What follows belongs to an exercise in optimizing a design on an open flow for small area, a short achievable clock period and few clock cycles per item; a production flow would make more cautious choices.
Only simulation tests tie the RTL to the original design; equivalence was not proved.

<file path="flow/design.v">
module fpu_norm_round (
    input  wire               sign,
    input  wire signed [9:0]  exp,
    input  wire               lim,         
    input  wire        [31:0] sig,
    input  wire               sticky,
    output reg         [31:0] result,
    output reg                overflow,    
    output reg                underflow    
);
    wire [31:0] mark = lim ? (32'h8000_0000 >> exp[4:0]) : 32'd0;
    wire [31:0] x    = sig | mark;
    wire [15:0] z2;    
    wire [15:0] p2;    
    genvar g;
    generate
        for (g = 0; g < 16; g = g + 1) begin : l2
            assign z2[g] = !(x[2*g+1] | x[2*g]);
            assign p2[g] = !x[2*g+1];
        end
    endgenerate
    wire [7:0]  z4;
    wire [15:0] p4;
    generate
        for (g = 0; g < 8; g = g + 1) begin : l4
            assign z4[g] = z2[2*g+1] & z2[2*g];
            assign p4[2*g+1:2*g] = z2[2*g+1] ? {1'b1, p2[2*g]} : {1'b0, p2[2*g+1]};
        end
    endgenerate
    wire [3:0]  z8;
    wire [11:0] p8;
    generate
        for (g = 0; g < 4; g = g + 1) begin : l8
            assign z8[g] = z4[2*g+1] & z4[2*g];
            assign p8[3*g+2:3*g] = z4[2*g+1] ? {1'b1, p4[4*g+1:4*g]} : {1'b0, p4[4*g+3:4*g+2]};
        end
    endgenerate
    wire [1:0]  z16;
    wire [7:0]  p16;
    generate
        for (g = 0; g < 2; g = g + 1) begin : l16
            assign z16[g] = z8[2*g+1] & z8[2*g];
            assign p16[4*g+3:4*g] = z8[2*g+1] ? {1'b1, p8[6*g+2:6*g]} : {1'b0, p8[6*g+5:6*g+3]};
        end
    endgenerate
    wire [4:0]  lz = z16[1] ? {1'b1, p16[3:0]} : {1'b0, p16[7:4]};
    wire [31:0] norm = sig << lz;
    wire signed [9:0] e_n = exp + 10'sd1 - $signed({5'd0, lz});
    wire [23:0] kept  = norm[31:8];
    wire        guard = norm[7];
    wire        st    = (|norm[6:0]) | sticky;
    wire        big   = norm[31] && (e_n >= 10'sd255);
    wire [7:0]  e_field = norm[31] ? e_n[7:0] : 8'd0;
    wire [30:0] rounded = {e_field, kept[22:0]} + {30'd0, guard & (st | kept[0])};
    always @* begin
        overflow  = 1'b0;
        underflow = 1'b0;
        if (big || rounded[30:23] == 8'hFF) begin
            result   = {sign, 8'hFF, 23'd0};
            overflow = 1'b1;
        end else begin
            result    = {sign, rounded};
            underflow = (guard | st) && (rounded[30:23] == 8'd0);
        end
    end
endmodule
module lane_fpu (
    input  wire        clk,
    input  wire        rst,         
    input  wire        in_valid,
    output wire        in_ready,
    input  wire [3:0]  in_op,
    input  wire [31:0] in_wa,
    input  wire [31:0] in_wb,
    output reg         out_valid,
    output reg  [31:0] out_wa,
    output reg  [5:0]  out_arith
);
    localparam [3:0] OP_FADD   = 4'h0, OP_FSUB = 4'h1, OP_FMUL  = 4'h2,
                     OP_FDIV   = 4'h3, OP_FSQRT = 4'h4, OP_FABS = 4'h5,
                     OP_FNEG   = 4'h6, OP_ITOF = 4'h7, OP_FTOI  = 4'h8,
                     OP_FTRUNC = 4'h9, OP_FMIN = 4'hA, OP_FMAX  = 4'hB;
    localparam [2:0] Q_IDLE = 3'd0, Q_NORM = 3'd1, Q_ITER = 3'd2,
                     Q_INJ  = 3'd3, Q_MUL  = 3'd4;
    reg  [2:0]        sq_state;
    reg               sq_sqrt;      
    reg               sq_mul;       
    reg               sq_sign;
    reg signed [9:0]  sq_e;
    localparam integer KD = 3, CD = 9;
    localparam integer FR = KD * CD + 1, WW = FR + 3, QW = FR + 2;
    reg  [24:0]       sq_d;         
    reg  [WW-1:0]     sq_r;         
    reg  [WW-1:0]     sq_c;         
    reg  [QW-1:0]     sq_q;         
    reg  [QW-1:0]     sq_qm;        
    reg  [3:0]        sq_cnt;
    reg               sq_pre;       
    reg               dn1;
    wire signed [9:0] sq_e_half = (sq_e >>> 1) + 10'sd127;
    wire signed [9:0] inj_exp   = sq_sqrt ? sq_e_half : sq_e;
    reg               inj_dn;       
    reg        v0, slow0;
    reg        a_nz0, b_nz0;    
    reg [3:0]  op0;
    reg [31:0] a0, b0;
    assign in_ready = !slow0 && !dn1 &&
                      ((sq_state == Q_IDLE) ||
                       ((sq_state == Q_INJ || sq_state == Q_MUL) && !inj_dn));
    wire in_a_small = (in_wa[30:29] == 2'b00) && (in_wa[28:0] != 29'd0);
    wire in_b_small = (in_wb[30:29] == 2'b00) && (in_wb[28:0] != 29'd0);
    wire in_slow = (in_op == OP_FDIV) || (in_op == OP_FSQRT) ||
                   ((in_op == OP_FMUL) && (in_a_small || in_b_small));
    wire mul_ld;
    always @(posedge clk) begin
        a0  <= mul_ld ? {9'd1, sq_d[22:0]} : in_wa;
        b0  <= mul_ld ? {9'd1, sq_r[FR-3:FR-25]} : in_wb;
        op0 <= in_op;
        a_nz0 <= mul_ld || (in_wa[30:23] != 8'd0);
        b_nz0 <= mul_ld || (in_wb[30:23] != 8'd0);
        if (rst) begin
            v0    <= 1'b0;
            slow0 <= 1'b0;
        end else begin
            v0    <= in_valid && in_ready;
            slow0 <= in_valid && in_ready && in_slow;
        end
    end
    wire        sa = a0[31];
    wire        sb = b0[31];
    wire [7:0]  ea = a0[30:23];
    wire [7:0]  eb = b0[30:23];
    wire [22:0] fa = a0[22:0];
    wire [22:0] fb = b0[22:0];
    wire a_ez = !a_nz0, b_ez = !b_nz0;
    wire a_em = (ea == 8'hFF), b_em = (eb == 8'hFF);
    wire a_fz = (fa == 23'd0), b_fz = (fb == 23'd0);
    wire a_zero = a_ez && a_fz, b_zero = b_ez && b_fz;
    wire a_inf  = a_em && a_fz, b_inf  = b_em && b_fz;
    wire a_nan  = a_em && !a_fz, b_nan = b_em && !b_fz;
    wire a_snan = a_nan && !fa[22], b_snan = b_nan && !fb[22];
    wire a_small = (a0[30:29] == 2'b00) && (a0[28:0] != 29'd0);
    wire b_small = (b0[30:29] == 2'b00) && (b0[28:0] != 29'd0);
    wire [23:0] siga = {!a_ez, fa};
    wire [23:0] sigb = {!b_ez, fb};
    wire [7:0]  ea_eff = {ea[7:1], ea[0] | a_ez};
    wire [7:0]  eb_eff = {eb[7:1], eb[0] | b_ez};
    wire is_add  = (op0 == OP_FADD) || (op0 == OP_FSUB);
    wire is_mul  = (op0 == OP_FMUL);
    wire is_div  = (op0 == OP_FDIV);
    wire is_sqrt = (op0 == OP_FSQRT);
    wire is_itof = (op0 == OP_ITOF);
    wire is_cvt  = (op0 == OP_FTOI) || (op0 == OP_FTRUNC);
    wire is_mm   = (op0 == OP_FMIN) || (op0 == OP_FMAX);
    wire mag_gt = a0[30:0] > b0[30:0];
    wire        sa_eff  = sa ^ op0[0];
    wire        eff_sub = sa_eff ^ sb;
    wire        a_big   = mag_gt && !is_cvt;
    wire [23:0] big_sig = a_big ? siga : sigb;
    wire [23:0] sml_sig = a_big ? sigb : siga;
    wire [7:0]  big_e   = a_big ? ea_eff : eb_eff;
    wire [7:0]  d_ab    = ea_eff - eb_eff;
    wire [7:0]  d_ba    = eb_eff - ea_eff;
    wire [7:0]  d_cvt   = 8'd157 - ea;
    wire [7:0]  sh_amt  = is_cvt ? d_cvt : (a_big ? d_ab : d_ba);
    wire        big_s   = a_big ? sa_eff : sb;
    wire        sh_all = (sh_amt[7:5] != 3'd0);
    wire [31:0] shx0 = {sml_sig, 8'd0};
    wire [31:0] shx1 = sh_amt[0] ? {1'b0,  shx0[31:1]}  : shx0;
    wire        sst1 = sh_amt[0] & shx0[0];
    wire [31:0] shx2 = sh_amt[1] ? {2'b0,  shx1[31:2]}  : shx1;
    wire        sst2 = sh_amt[1] & (|shx1[1:0]);
    wire [31:0] shx3 = sh_amt[2] ? {4'b0,  shx2[31:4]}  : shx2;
    wire        sst3 = sh_amt[2] & (|shx2[3:0]);
    wire [31:0] shx4 = sh_amt[3] ? {8'b0,  shx3[31:8]}  : shx3;
    wire        sst4 = sh_amt[3] & (|shx3[7:0]);
    wire [31:0] shx5 = sh_amt[4] ? {16'b0, shx4[31:16]} : shx4;
    wire        sst5 = sh_amt[4] & (|shx4[15:0]);
    wire [31:0] shy  = sh_all ? 32'd0 : shx5;
    wire        sh_st = sh_all ? (sml_sig != 24'd0) : (sst1 | sst2 | sst3 | sst4 | sst5);
    wire [32:0] add_a = {1'b0, big_sig, 8'd0};
    wire [32:0] add_b = {1'b0, shy} ^ {33{eff_sub}};
    wire [32:0] add_sum = add_a + add_b + {32'd0, eff_sub & !sh_st};
    wire [23:0] mul_x   = siga;
    wire [23:0] mul_y   = sigb;
    wire [47:0] mul_p;
    fpu_mul24 u_mul (.x(mul_x), .y(mul_y), .p(mul_p));
    wire [9:0]  mul_e   = {2'b00, ea_eff} + {2'b00, eb_eff} - 10'd127;
    wire        cvt_g   = shy[0];
    wire        cvt_rnd = (op0 == OP_FTOI) && cvt_g && (sh_st || shy[1]);
    wire [31:0] inc_x   = is_itof ? a0 : {1'b0, shy[31:1]};
    wire        inc_c   = is_itof ? sa : (sa ^ cvt_rnd);
    wire [31:0] inc_res = (inc_x ^ {32{sa}}) + {31'd0, inc_c};
    wire b_lt_a = (sb && !sa) || (!sb && !sa && mag_gt) || (sb && sa && !mag_gt);
    wire b_gt_a = (!sb && sa) || (!sb && !sa && !mag_gt) || (sb && sa && mag_gt);
    reg        k_pass;     
    reg  [2:0] k_src;      
    reg        k_sign;
    reg        k_zpos;     
    reg  [9:0] k_exp;
    reg        k_ov, k_nan, k_dz;
    reg        go_seq;
    reg  [1:0] pv_sel;     
    reg        pv_s;       
    reg        pv_e;       
    reg        pv_q;       
    reg        pv_m;       
    always @* begin
        k_pass = 1'b1;
        k_src  = 3'd4;
        k_sign = 1'b0;
        k_zpos = 1'b0;
        k_exp  = 10'd0;
        k_ov   = 1'b0;
        k_nan  = 1'b0;
        k_dz   = 1'b0;
        go_seq = 1'b0;
        pv_sel = 2'd0;
        pv_s   = 1'b0;
        pv_e   = 1'b0;
        pv_q   = 1'b0;
        pv_m   = 1'b0;
        case (op0)
            OP_FADD, OP_FSUB: begin
                if (a_nan || b_nan) begin
                    pv_e = 1'b1; pv_q = 1'b1;
                    k_nan = a_snan || b_snan;
                end else if (a_inf && b_inf && eff_sub) begin
                    pv_e = 1'b1; pv_q = 1'b1;
                    k_nan = 1'b1;
                end else if (b_inf) begin
                    pv_sel = 2'd2;
                end else if (a_inf) begin
                    pv_s = sa_eff; pv_e = 1'b1;
                end else begin
                    k_pass = 1'b0;
                    k_src  = 3'd0;
                    k_sign = big_s;
                    k_zpos = eff_sub;     
                    k_exp  = {2'b00, big_e};
                end
            end
            OP_FMUL: begin
                if (a_nan || b_nan) begin
                    pv_e = 1'b1; pv_q = 1'b1;
                    k_nan = a_snan || b_snan;
                end else if ((a_inf && b_zero) || (b_inf && a_zero)) begin
                    pv_e = 1'b1; pv_q = 1'b1;
                    k_nan = 1'b1;
                end else if (a_inf || b_inf) begin
                    pv_s = sa ^ sb; pv_e = 1'b1;
                end else if (a_zero || b_zero) begin
                    pv_s = sa ^ sb;
                end else if (a_small || b_small) begin
                    go_seq = 1'b1;
                end else begin
                    k_pass = 1'b0;
                    k_src  = 3'd1;
                    k_sign = sa ^ sb;
                    k_exp  = mul_e;
                end
            end
            OP_FDIV: begin
                if (a_nan || b_nan) begin
                    pv_e = 1'b1; pv_q = 1'b1;
                    k_nan = a_snan || b_snan;
                end else if ((a_zero && b_zero) || (a_inf && b_inf)) begin
                    pv_e = 1'b1; pv_q = 1'b1;
                    k_nan = 1'b1;
                end else if (b_inf) begin
                    pv_s = sa ^ sb; pv_e = 1'b1;
                end else if (a_zero) begin
                    pv_s = sa ^ sb; pv_e = 1'b1;
                    k_dz = 1'b1;
                end else if (a_inf || b_zero) begin
                    pv_s = sa ^ sb;
                end else begin
                    go_seq = 1'b1;
                end
            end
            OP_FSQRT: begin
                if (a_nan) begin
                    pv_e = 1'b1; pv_q = 1'b1;
                    k_nan = a_snan;
                end else if (a_zero) begin
                    pv_sel = 2'd1; pv_s = sa;
                end else if (sa) begin
                    pv_e = 1'b1; pv_q = 1'b1;
                    k_nan = 1'b1;
                end else if (a_inf) begin
                    pv_sel = 2'd1; pv_s = sa;
                end else begin
                    go_seq = 1'b1;
                end
            end
            OP_FABS: begin
                pv_sel = 2'd1; pv_s = 1'b0;
            end
            OP_FNEG: begin
                pv_sel = 2'd1; pv_s = !sa;
            end
            OP_ITOF: begin
                k_pass = 1'b0;
                k_src  = 3'd2;
                k_sign = sa;
                k_exp  = 10'd157;
            end
            OP_FTOI, OP_FTRUNC: begin
                if (a_nan) begin
                    k_nan = 1'b1;
                end else if (ea >= 8'd158) begin
                    if (a0 == 32'hCF00_0000) begin
                        pv_s = 1'b1;
                    end else begin
                        pv_s = sa; pv_e = !sa; pv_q = !sa; pv_m = !sa;
                        k_ov = 1'b1;
                    end
                end else begin
                    k_src = 3'd3;
                end
            end
            OP_FMIN, OP_FMAX: begin
                if (a_nan && b_nan) begin
                    pv_e = 1'b1; pv_q = 1'b1;
                    k_nan = a_snan || b_snan;
                end else if (b_nan) begin
                    pv_sel = 2'd1; pv_s = sa;
                    k_nan = b_snan;
                end else if (a_nan) begin
                    pv_sel = 2'd2;
                    k_nan = a_snan;
                end else if (op0[0] ? b_gt_a : b_lt_a) begin
                    pv_sel = 2'd2;
                end else begin
                    pv_sel = 2'd1; pv_s = sa;
                end
            end
            default: begin
                pv_sel = 2'd1; pv_s = sa;
            end
        endcase
    end
    wire [31:0] pv_const = {pv_s, {8{pv_e}}, pv_q, {22{pv_m}}};
    wire [31:0] pass_val = (pv_sel == 2'd1) ? {pv_s, a0[30:0]} :
                           (pv_sel == 2'd2) ? b0 : pv_const;
    reg  [31:0] e1_sig;
    reg         e1_st;
    always @* begin
        case (k_src)
            3'd0:    begin e1_sig = add_sum[32:1];  e1_st = add_sum[0] | sh_st; end
            3'd1:    begin e1_sig = mul_p[47:16];   e1_st = |mul_p[15:0];      end
            3'd2, 3'd3: begin e1_sig = inc_res;     e1_st = 1'b0;              end
            default: begin e1_sig = pass_val;       e1_st = 1'b0;              end
        endcase
    end
    wire [WW-1:0] dvd = {{(WW-FR+23){1'b0}}, sq_d[23:0]} << (FR - 24);
    reg  [WW-1:0] dv_s [0:KD];
    reg  [WW-1:0] dv_c [0:KD];
    reg  [QW-1:0] dv_q [0:KD];
    reg  [QW-1:0] dv_m [0:KD];
    reg  [QW-1:0] dv_o [0:KD];
    reg  [WW-1:0] dys, dyc, dfp, dfn, dfv, dsum, dcar;
    reg  [3:0]    dest;
    reg           dpos, dzero;
    integer       k;
    always @* begin
        dv_s[0] = sq_r;
        dv_c[0] = sq_c;
        dv_q[0] = sq_q;
        dv_m[0] = sq_qm;
        dv_o[0] = {QW{1'b0}};
        for (k = 0; k < CD; k = k + 1)
            if (sq_cnt == k) dv_o[0][FR - 1 - KD * k] = 1'b1;
        for (k = 0; k < KD; k = k + 1) begin
            dys   = {dv_s[k][WW-2:0], 1'b0};
            dyc   = {dv_c[k][WW-2:0], 1'b0};
            dest  = dys[WW-1:WW-4] + dyc[WW-1:WW-4];
            dpos  = !dest[3];
            dzero = (dest == 4'b1111);
            if (sq_sqrt) begin
                dfp = {1'b0, dv_q[k]} | {2'b0, dv_o[k][QW-1:1]};
                dfn = {1'b0, dv_m[k]} | {1'b0, dv_o[k]} | {2'b0, dv_o[k][QW-1:1]};
            end else begin
                dfp = dvd;
                dfn = dvd;
            end
            dfv   = dpos ? ~dfp : (dzero ? {WW{1'b0}} : dfn);
            dsum  = dys ^ dyc ^ dfv;
            dcar  = (dys & dyc) | (dys & dfv) | (dyc & dfv);
            dv_s[k+1] = dsum;
            dv_c[k+1] = {dcar[WW-2:0], dpos};
            dv_q[k+1] = dpos  ? (dv_q[k] | dv_o[k]) :
                        dzero ? dv_q[k] : (dv_m[k] | dv_o[k]);
            dv_m[k+1] = dpos  ? dv_q[k] :
                        dzero ? (dv_m[k] | dv_o[k]) : dv_m[k];
            dv_o[k+1] = {1'b0, dv_o[k][QW-1:1]};
        end
    end
    wire [WW-1:0] dw   = sq_r + sq_c;
    wire          dneg = dw[WW-1];
    wire [QW-1:0] dqf  = dneg ? sq_qm : sq_q;
    wire [WW-1:0] dcor = sq_sqrt ? {1'b0, sq_qm[QW-1:1], 1'b1} : dvd;
    wire          dst  = dneg ? (dw != ({WW{1'b0}} - dcor)) : (dw != {WW{1'b0}});
    wire d_norm = sq_sqrt ? (!sq_d[24] && (!sq_d[23] || sq_e[0])) : !sq_d[23];
    wire r_norm = !sq_sqrt && !sq_r[FR-2];
    assign mul_ld = (sq_state == Q_NORM) && sq_mul && !(d_norm || r_norm);
    wire seq_out = (sq_state == Q_INJ) || (sq_state == Q_MUL);
    wire [7:0]  i_ea     = in_wa[30:23];
    wire [7:0]  i_eb     = in_wb[30:23];
    wire        i_a_nz   = (i_ea != 8'd0);
    wire        i_b_nz   = (i_eb != 8'd0);
    wire [23:0] i_siga   = {i_a_nz, in_wa[22:0]};
    wire [23:0] i_sigb   = {i_b_nz, in_wb[22:0]};
    wire [7:0]  i_ea_eff = {i_ea[7:1], i_ea[0] | !i_a_nz};
    wire [7:0]  i_eb_eff = {i_eb[7:1], i_eb[0] | !i_b_nz};
    wire        i_div    = (in_op == OP_FDIV);
    wire        i_sqrt   = (in_op == OP_FSQRT);
    wire        i_mul    = (in_op == OP_FMUL);
    wire ld_norm = i_div ? (!i_a_nz || !i_b_nz) :
                   i_sqrt ? !i_a_nz : 1'b1;
    wire              dv_pre = i_div && !ld_norm;
    wire              dv_ge;
    fpu_ge23 u_ge (.x(in_wb[22:0]), .y(in_wa[22:0]), .ge(dv_ge));
    wire [24:0]       dv_x   = dv_ge ? {1'b0, i_sigb} : {i_sigb, 1'b0};
    wire signed [9:0] ld_e = i_div ? ($signed({2'b00, i_eb_eff}) - $signed({2'b00, i_ea_eff}) + 10'sd127) :
                             i_mul ? ($signed({2'b00, i_ea_eff}) + $signed({2'b00, i_eb_eff}) - 10'sd127) :
                                     ($signed({2'b00, i_ea_eff}) - 10'sd127);
    wire signed [9:0] ld_em = i_div ? ($signed({2'b00, i_eb_eff}) - $signed({2'b00, i_ea_eff}) + 10'sd126) :
                                      ($signed({2'b00, i_ea_eff}) - 10'sd128);
    wire              ld_adj = (dv_pre && !dv_ge) || (i_sqrt && !i_ea_eff[0]);
    wire signed [9:0] ld_e2  = ld_adj ? ld_em : ld_e;
    wire              ld_dn  = !i_sqrt && (ld_adj ? (ld_em < 10'sd1) : (ld_e < 10'sd1));
    wire seq_start = in_valid && in_ready && in_slow;
    wire seq_abort = v0 && slow0 && !go_seq;
    always @(posedge clk) begin
        if (rst) begin
            sq_state <= Q_IDLE;
        end else if (seq_start) begin
            sq_state <= ld_norm ? Q_NORM : Q_ITER;
        end else if (seq_abort) begin
            sq_state <= Q_IDLE;
        end else begin
            case (sq_state)
                Q_IDLE: ;
                Q_NORM:
                    if (!(d_norm || r_norm))
                        sq_state <= sq_mul ? Q_MUL : Q_ITER;
                Q_ITER:
                    if (sq_cnt == (sq_pre ? CD - 2 : CD - 1)) sq_state <= Q_INJ;
                default:     
                    sq_state <= Q_IDLE;
            endcase
        end
    end
    always @(posedge clk) begin
        if (seq_start) begin
                sq_sqrt <= i_sqrt;
                sq_mul  <= i_mul;
                sq_sign <= i_sqrt ? 1'b0 : (in_wa[31] ^ in_wb[31]);
                sq_d    <= {1'b0, i_siga};
                sq_pre  <= dv_pre;
                if (i_sqrt) begin
                    sq_r  <= {{(WW-24){1'b0}}, i_siga} << (i_ea_eff[0] ? FR - 26 : FR - 25);
                    sq_c  <= {WW{1'b1}} << (FR - 1);
                    sq_q  <= {{(QW-1){1'b0}}, 1'b1} << FR;
                    sq_qm <= {QW{1'b0}};
                end else if (dv_pre) begin
                    sq_r  <= ({{(WW-25){1'b0}}, dv_x} << (FR - 24)) | {{(WW-1){1'b0}}, 1'b1};
                    sq_c  <= ~({{(WW-24){1'b0}}, i_siga} << (FR - 24));
                    sq_q  <= {{(QW-1){1'b0}}, 1'b1} << FR;      
                    sq_qm <= {QW{1'b0}};
                end else begin
                    sq_r  <= {{(WW-24){1'b0}}, i_sigb} << (FR - 25);
                    sq_c  <= {WW{1'b0}};
                    sq_q  <= {QW{1'b0}};
                    sq_qm <= {QW{1'b1}} << FR;
                end
                sq_cnt  <= 4'd0;
                sq_e    <= ld_e2;
                inj_dn  <= ld_dn;
        end else begin
        case (sq_state)
            Q_NORM: begin
                if (d_norm) sq_d <= {sq_d[23:0], 1'b0};
                if (r_norm) sq_r <= {sq_r[WW-2:0], 1'b0};
                else if (sq_sqrt) sq_r <= {{(WW-25){1'b0}}, sq_d} << (FR - 26);
                if (sq_mul)
                    sq_e <= sq_e - {9'd0, d_norm} - {9'd0, r_norm};
                else if (sq_sqrt)
                    sq_e <= sq_e - {9'd0, d_norm};
                else
                    sq_e <= sq_e + {9'd0, d_norm} - {9'd0, r_norm};
                inj_dn <= !sq_sqrt && (sq_e < 10'sd1);
            end
            Q_ITER: begin
                sq_r  <= dv_s[KD];
                sq_c  <= dv_c[KD];
                sq_q  <= dv_q[KD];
                sq_qm <= dv_m[KD];
                sq_cnt <= sq_cnt + 4'd1;
            end
            default: ;
        endcase
        end
    end
    reg               v1, pass1, sign1, ov1, nan1, dz1, st1, zpos1;
    reg signed [9:0]  exp1;
    reg               lim1;    
    reg        [31:0] sig1;
    wire dn_flush = exp1 <= -10'sd26;
    always @(posedge clk) begin
        if (rst) begin
            v1  <= 1'b0;
            dn1 <= 1'b0;
        end else if (dn1) begin
            dn1 <= !dn_flush && (exp1 < 10'sd0);
        end else if (seq_out) begin
            v1  <= 1'b1;
            dn1 <= inj_dn;
        end else begin
            v1  <= v0 && !go_seq;
        end
    end
    always @(posedge clk) begin
        if (dn1) begin
            if (dn_flush) begin
                sig1 <= 32'd0;
                st1  <= st1 | (sig1 != 32'd0);
                exp1 <= 10'sd1;
                lim1 <= 1'b1;
            end else begin
                sig1 <= {1'b0, sig1[31:1]};
                st1  <= st1 | sig1[0];
                exp1 <= exp1 + 10'sd1;
                lim1 <= 1'b1;
            end
        end else if (seq_out) begin
            pass1 <= 1'b0;
            sign1 <= sq_sign;
            zpos1 <= 1'b0;
            ov1   <= 1'b0;
            nan1  <= 1'b0;
            dz1   <= 1'b0;
            exp1  <= inj_exp;
            lim1  <= (inj_exp[9:5] == 5'd0);
            if (sq_mul) begin
                sig1 <= mul_p[47:16];
                st1  <= |mul_p[15:0];
            end else begin
                sig1 <= sq_pre ? {1'b0, dqf[FR:FR-27], 3'd0} : {1'b0, dqf[FR-1:FR-28], 3'd0};
                st1  <= dst;
            end
        end else begin
            pass1 <= k_pass;
            sign1 <= k_sign;
            zpos1 <= k_zpos;
            ov1   <= k_ov;
            nan1  <= k_nan;
            dz1   <= k_dz;
            exp1  <= $signed(k_exp);
            lim1  <= (k_exp[9:5] == 5'd0);
            sig1  <= e1_sig;
            st1   <= e1_st;
        end
    end
    wire        fpu_ovf, fpu_unf;
    wire [31:0] fpu_res;
    fpu_norm_round u_round (
        .sign      (sign1 && !(zpos1 && sig1 == 32'd0 && !st1)),
        .exp       (exp1),
        .lim       (lim1),
        .sig       (sig1),
        .sticky    (st1),
        .result    (fpu_res),
        .overflow  (fpu_ovf),
        .underflow (fpu_unf)
    );
    always @(posedge clk) begin
        if (rst) begin
            out_valid <= 1'b0;
        end else begin
            out_valid <= v1 && !dn1;
        end
        out_wa    <= pass1 ? sig1 : fpu_res;
        out_arith <= {dz1, nan1, !pass1 & fpu_unf, !pass1 & fpu_ovf, 1'b0, ov1};
    end
endmodule
module fpu_mul24 (
    input  wire [23:0] x,
    input  wire [23:0] y,
    output wire [47:0] p
);
    wire [26:0] yy = {2'b00, y, 1'b0};
    reg  [47:0] acc;
    reg  [24:0] m;
    reg         one, two, neg;
    integer     i;
    always @* begin
        acc = 48'h0 - 48'd187649973288960;     
        for (i = 0; i < 13; i = i + 1) begin
            one = yy[2*i+1] ^ yy[2*i];
            two = (yy[2*i+2] & ~yy[2*i+1] & ~yy[2*i]) | (~yy[2*i+2] & yy[2*i+1] & yy[2*i]);
            neg = yy[2*i+2] & ~(yy[2*i+1] & yy[2*i]);
            m   = one ? {1'b0, x} : (two ? {x, 1'b0} : 25'd0);
            m   = m ^ {25{neg}};
            acc = acc + ({22'd0, ~neg, m} << (2*i)) + ({47'd0, neg} << (2*i));
        end
    end
    assign p = acc;
endmodule
module fpu_ge23 (
    input  wire [22:0] x,
    input  wire [22:0] y,
    output wire        ge
);
    reg [31:0] g, e;
    integer    i, w;
    always @* begin
        g = 32'd0;
        e = {32{1'b1}};
        for (i = 0; i < 23; i = i + 1) begin
            g[i] = x[i] & ~y[i];
            e[i] = ~(x[i] ^ y[i]);
        end
        for (w = 1; w < 32; w = w * 2)
            for (i = 0; i < 32; i = i + 2 * w) begin
                g[i] = g[i + w] | (e[i + w] & g[i]);
                e[i] = e[i + w] & e[i];
            end
    end
    assign ge = g[0] | e[0];
endmodule
</file>
<file path="flow/flow/run.sh">
#!/bin/bash
# Layout flow: the standard layout (standard.sh: the standard synthesis,
# floorplan, placement, CTS, routing and finish, unchanged), with ORFS's
# repair_timing asked to reach 14 ns of setup slack at the design's 22 ns
# clock (SETUP_SLACK_MARGIN), so that it keeps speeding up paths that
# already meet the clock. Constraints and clock are the design's.
# All output goes to standard.log here; ORFS keeps each step's log in orfs/logs.
set -o pipefail
export SETUP_SLACK_MARGIN=14
bash standard.sh > standard.log 2>&1
</file>
<file path="flow/standard.sh">
#!/bin/bash
# synth_recipe.tcl (not shown) runs the flow's synth.tcl, then flattens the netlist and writes it again
# the make line also repeats each setting of config.mk as NAME=value (left out here)
make -C /OpenROAD-flow-scripts/flow DESIGN_CONFIG=/design/flow/config.mk WORK_HOME=/design/flow/orfs CLKGATE_MAP_FILE= SYNTH_SCRIPT=/design/flow/synth_recipe.tcl "${@:-finish}"
</file>
<file path="flow/config.mk">
export PLATFORM = sky130hd
export DESIGN_NAME = lane_fpu
export DESIGN_NICKNAME = lane_fpu
export VERILOG_FILES = /design/flow/design.v
export SDC_FILE = /design/flow/constraint.sdc
export NUM_CORES = 4
export LEC_CHECK = 0
export CAP_MARGIN = 20
export CORE_MARGIN = 2
export CORE_UTILIZATION = 50
export SLEW_MARGIN = 20
</file>
<file path="flow/constraint.sdc">
create_clock -name core_clock -period 22.0 [get_ports {clk}]
set_input_delay 4.4000 -clock core_clock [delete_from_list [all_inputs] [get_ports {clk}]]
set_output_delay 4.4000 -clock core_clock [all_outputs]
set_load 0.01 [all_outputs]
</file>
==> results.txt <==
drt first pass iters 7; Least-Margin Pin Slew 1.28 ns; post-synthesis mux area share 8.20%; clock period minus worst slack 8.19 ns; Commonest cells post-synth nand2_1 (538), nor2_1 (513), inv_1 (511); die height 339 um; dpl hpwl 182 mm; clk latency of the worst-skew pair 0.68 ns; top post-synthesis cells by area fa_1 (12%), ha_1 (9.0%), edfxtp_1 (8.9%); Post-Syn Nets 7778; Final Util 58.5%; fin nets 7764; Fin Setup TNS 0 ns; Main synth FF type edfxtp_1; crit-path most repeated cell o21a_1; YS warnings 9; post-synthesis simple-gate area fraction 14.6%; Core Footprint 111000 um2; crit end category flop; Max stage delay cell, worst path mux2i_4; Final Hold Viols 0; worst hold slack 0.422 ns; Adder-Cell Fraction of Synth Area 21.2%; Worst EP required 22.39 ns; Hold WC Path Type flop to flop; critical path type input pin to flop; max_slew headroom 14.0%; RSZ-0062 raised after global routing true; clock skew 0.0424 ns; GP Congestion 1.06; endpoints failing setup 0; Initial DRC Count 7646; Die Wd 339 um; Port Buf Inserts 109; Max Slew Vio Count 0; CP Max Fanout 5; Std-Cell Rows 122; Reg clk slew, reported paths 0.06 ns; cts hold-fix bufs 0; delay-heaviest family, CP compound AO/OA/AOI/OAI gates; FFs w/ async S/R, synth 0%; total CTS buffers 43; total wire length 262 mm; startpoint types input pin; Tot GR Track Use 43.4%; fillers 10.1k; xor-xnor portion of the synthesized cell area 10.3%; CTS max path bufs 3; Final period util 37.2%; Synth top area share 12.2%; largest family of logic cells by synthesized area compound AO/OA/AOI/OAI gates; fin cells 8472; vias in the first global route 55.0k; MaxCap Viol Count 0; # DRC 0; Syn-to-layout area delta 15.5%; Initial Util 50.6%; Final ANT Viol Nets 0; Max Fclk 0.122 GHz; Clock Sinks 331; Yosys reg bits 331; initial antenna violation count 15; vias per cell 6.84; pin count of the biggest net entering global routing 93; critical path arrival 8.58 ns; Mapped Cells 6960; Post-synth EDFFs 167; post-synthesis sequential area ratio 14.8%; layout cell share with drive strength beyond 1 13.9%; I/O pins 111; most common cell in the synthesized netlist nand2_1; crit-path cells buf_12 -> inv_12 -> ha_4 -> o21a_1 -> o21a_1 -> o21a_1 -> o21a_1 -> o21a_1 -> o21a_1 -> o21a_1 -> o21a_1 -> o21a_1 -> o21a_1 -> o21a_1 -> o21a_1 -> o21a_1 -> o2111ai_2 -> a21oi_2 -> o31ai_1 -> nand2b_1 -> a21o_4 -> mux2i_4 -> o221ai_2; DIE AREA 115000 um2; WL per Instance 31.0 um; WP buf/inv 2; via count 57.9k; Avg Inst Size Synth 8.07 um2; pre-CTS WS 11.23 ns; post-synth top area cell fa_1; Unique masters post-synth 120; worst setup margin 13.81 ns; mapped cell area 56200 um2; status no timing/DRC/antenna violations; Root Buffer clkbuf_16; CTS tree done; dpl cells 8175; GRT Residual Overflow 0; CP peak stage delay 0.45 ns; first-pass GRT wire length 373 mm; H-tree levels 2; Synth Area in Compound Gates 23.4%
cells by family after synthesis:
family          count (synthesis)
compound gates               1979
flops                         331
xor+xnor                      658
fa+ha+maj                     747
mux                           427
simple gates                 1745
buf+inv                      1072
other cells                     1
final timing paths:
kind	depth (start not counted)	start	slack, ns	to
setup / recovery	23	in_wa[0]	13.81	sq_r[26]$_DFFE_PP_
hold / removal	0	dz1$_SDFFCE_PP0N_	0.42	out_arith[5]$_DFF_P_
setup reg to reg	36	b0[3]$_DFF_P_	14.00	sig1[28]$_DFF_P_
hold reg to reg	0	dz1$_SDFFCE_PP0N_	0.42	out_arith[5]$_DFF_P_
layout make-up:
type | instances | area, um2 | share of cell area [%]
antenna | 3 | 7.51 | 0.0116
clock buffer | 58 | 1180 | 1.83
clock inverter | 22 | 319 | 0.492
inverter | 526 | 2050 | 3.17
multi-input combinational | 5563 | 46000 | 70.9
sequential | 331 | 8380 | 12.9
tap | 1488 | 1860 | 2.87
timing repair buffer | 481 | 5070 | 7.82
repair_timing:
item | in CTS | in global routing
gates cloned | 24 | 14
resized for setup | 383 | 261
pin swaps | 52 | 123
endpoints found under the setup margin | 222 | 169
setup buffers | 76 | 99
flip-flops by register name, indices dropped and copies added (netlist names), 25 cells and up:
signal  flops
a0         32
b0         32
out_wa     32
sig1       32
sq_c       31
sq_r       31
sq_q       30
sq_qm      30
sq_d       25
layout by cell type, fill, tap and decap left out, types with 37 or more instances in the layout:
cell type	n
a211oi_1	95
a21o_1	71
a21oi_1	463
a221oi_1	56
a22oi_1	327
a31oi_1	51
and2_1	71
and3_1	41
buf_12	37
buf_4	269
clkbuf_16	56
clkdlybuf4s50_1	84
dfxtp_1	137
edfxtp_1	167
fa_1	326
ha_1	371
inv_1	488
mux2_2	68
mux2i_1	308
nand2_1	526
nand2b_1	40
nand3_1	144
nand4_1	51
nor2_1	493
nor2b_1	54
nor3_1	84
nor4_1	42
o211ai_1	40
o21a_1	47
o21ai_0	317
o221ai_1	43
o22ai_1	46
o31ai_1	50
xnor2_1	377
xor2_1	253
through the flow:
stage | area [um2]
detailed placement | 58600
global placement | 58600
CTS | 62600
global route | 64900
finish | 64900
floorplan | 56600
layer usage:
| metal | vias up | track usage, % | share of wire [%] |
|---|---|---|---|
| met4 | 8 | 38.4 | 11 |
| met5 | - | 0 | 0.025 |
| met3 | 1239 | 9.87 | 10 |
| met2 | 3870 | 66.8 | 44 |
| met1 | 28000 | 50.7 | 35 |
| li1 | 24800 | - | - |
Testbench counts, summed over its fixed seeds: cycles 39,558, items 24,000.

[port drivers added, routing unchanged]
The results above use ideal ports. As a check the final layout listed here was re-extracted and re-timed, cells and wires unchanged. Step 1, drivers: a clkbuf_16 drives clk and a buf_2 each remaining input, both assumed. Step 2 times the ports against the registers' clock, not the clock port: input delays grow and output delays shrink by t, the midpoint of the rising clock arrivals with the driver on. a / b / c = no drivers / after step 1 / after step 2; a / b = the first two.
t (ns): 0.738
slack for setup (ns): 13.806 / 13.838 / 13.101
worst setup path at the end: input to register
slew at the worst register clock pin (ns): 0.08 / 0.08
After both steps setup and hold are still met in this run. The setup slack of this run moves by +0.032 ns with the drivers and by -0.705 ns with both steps.
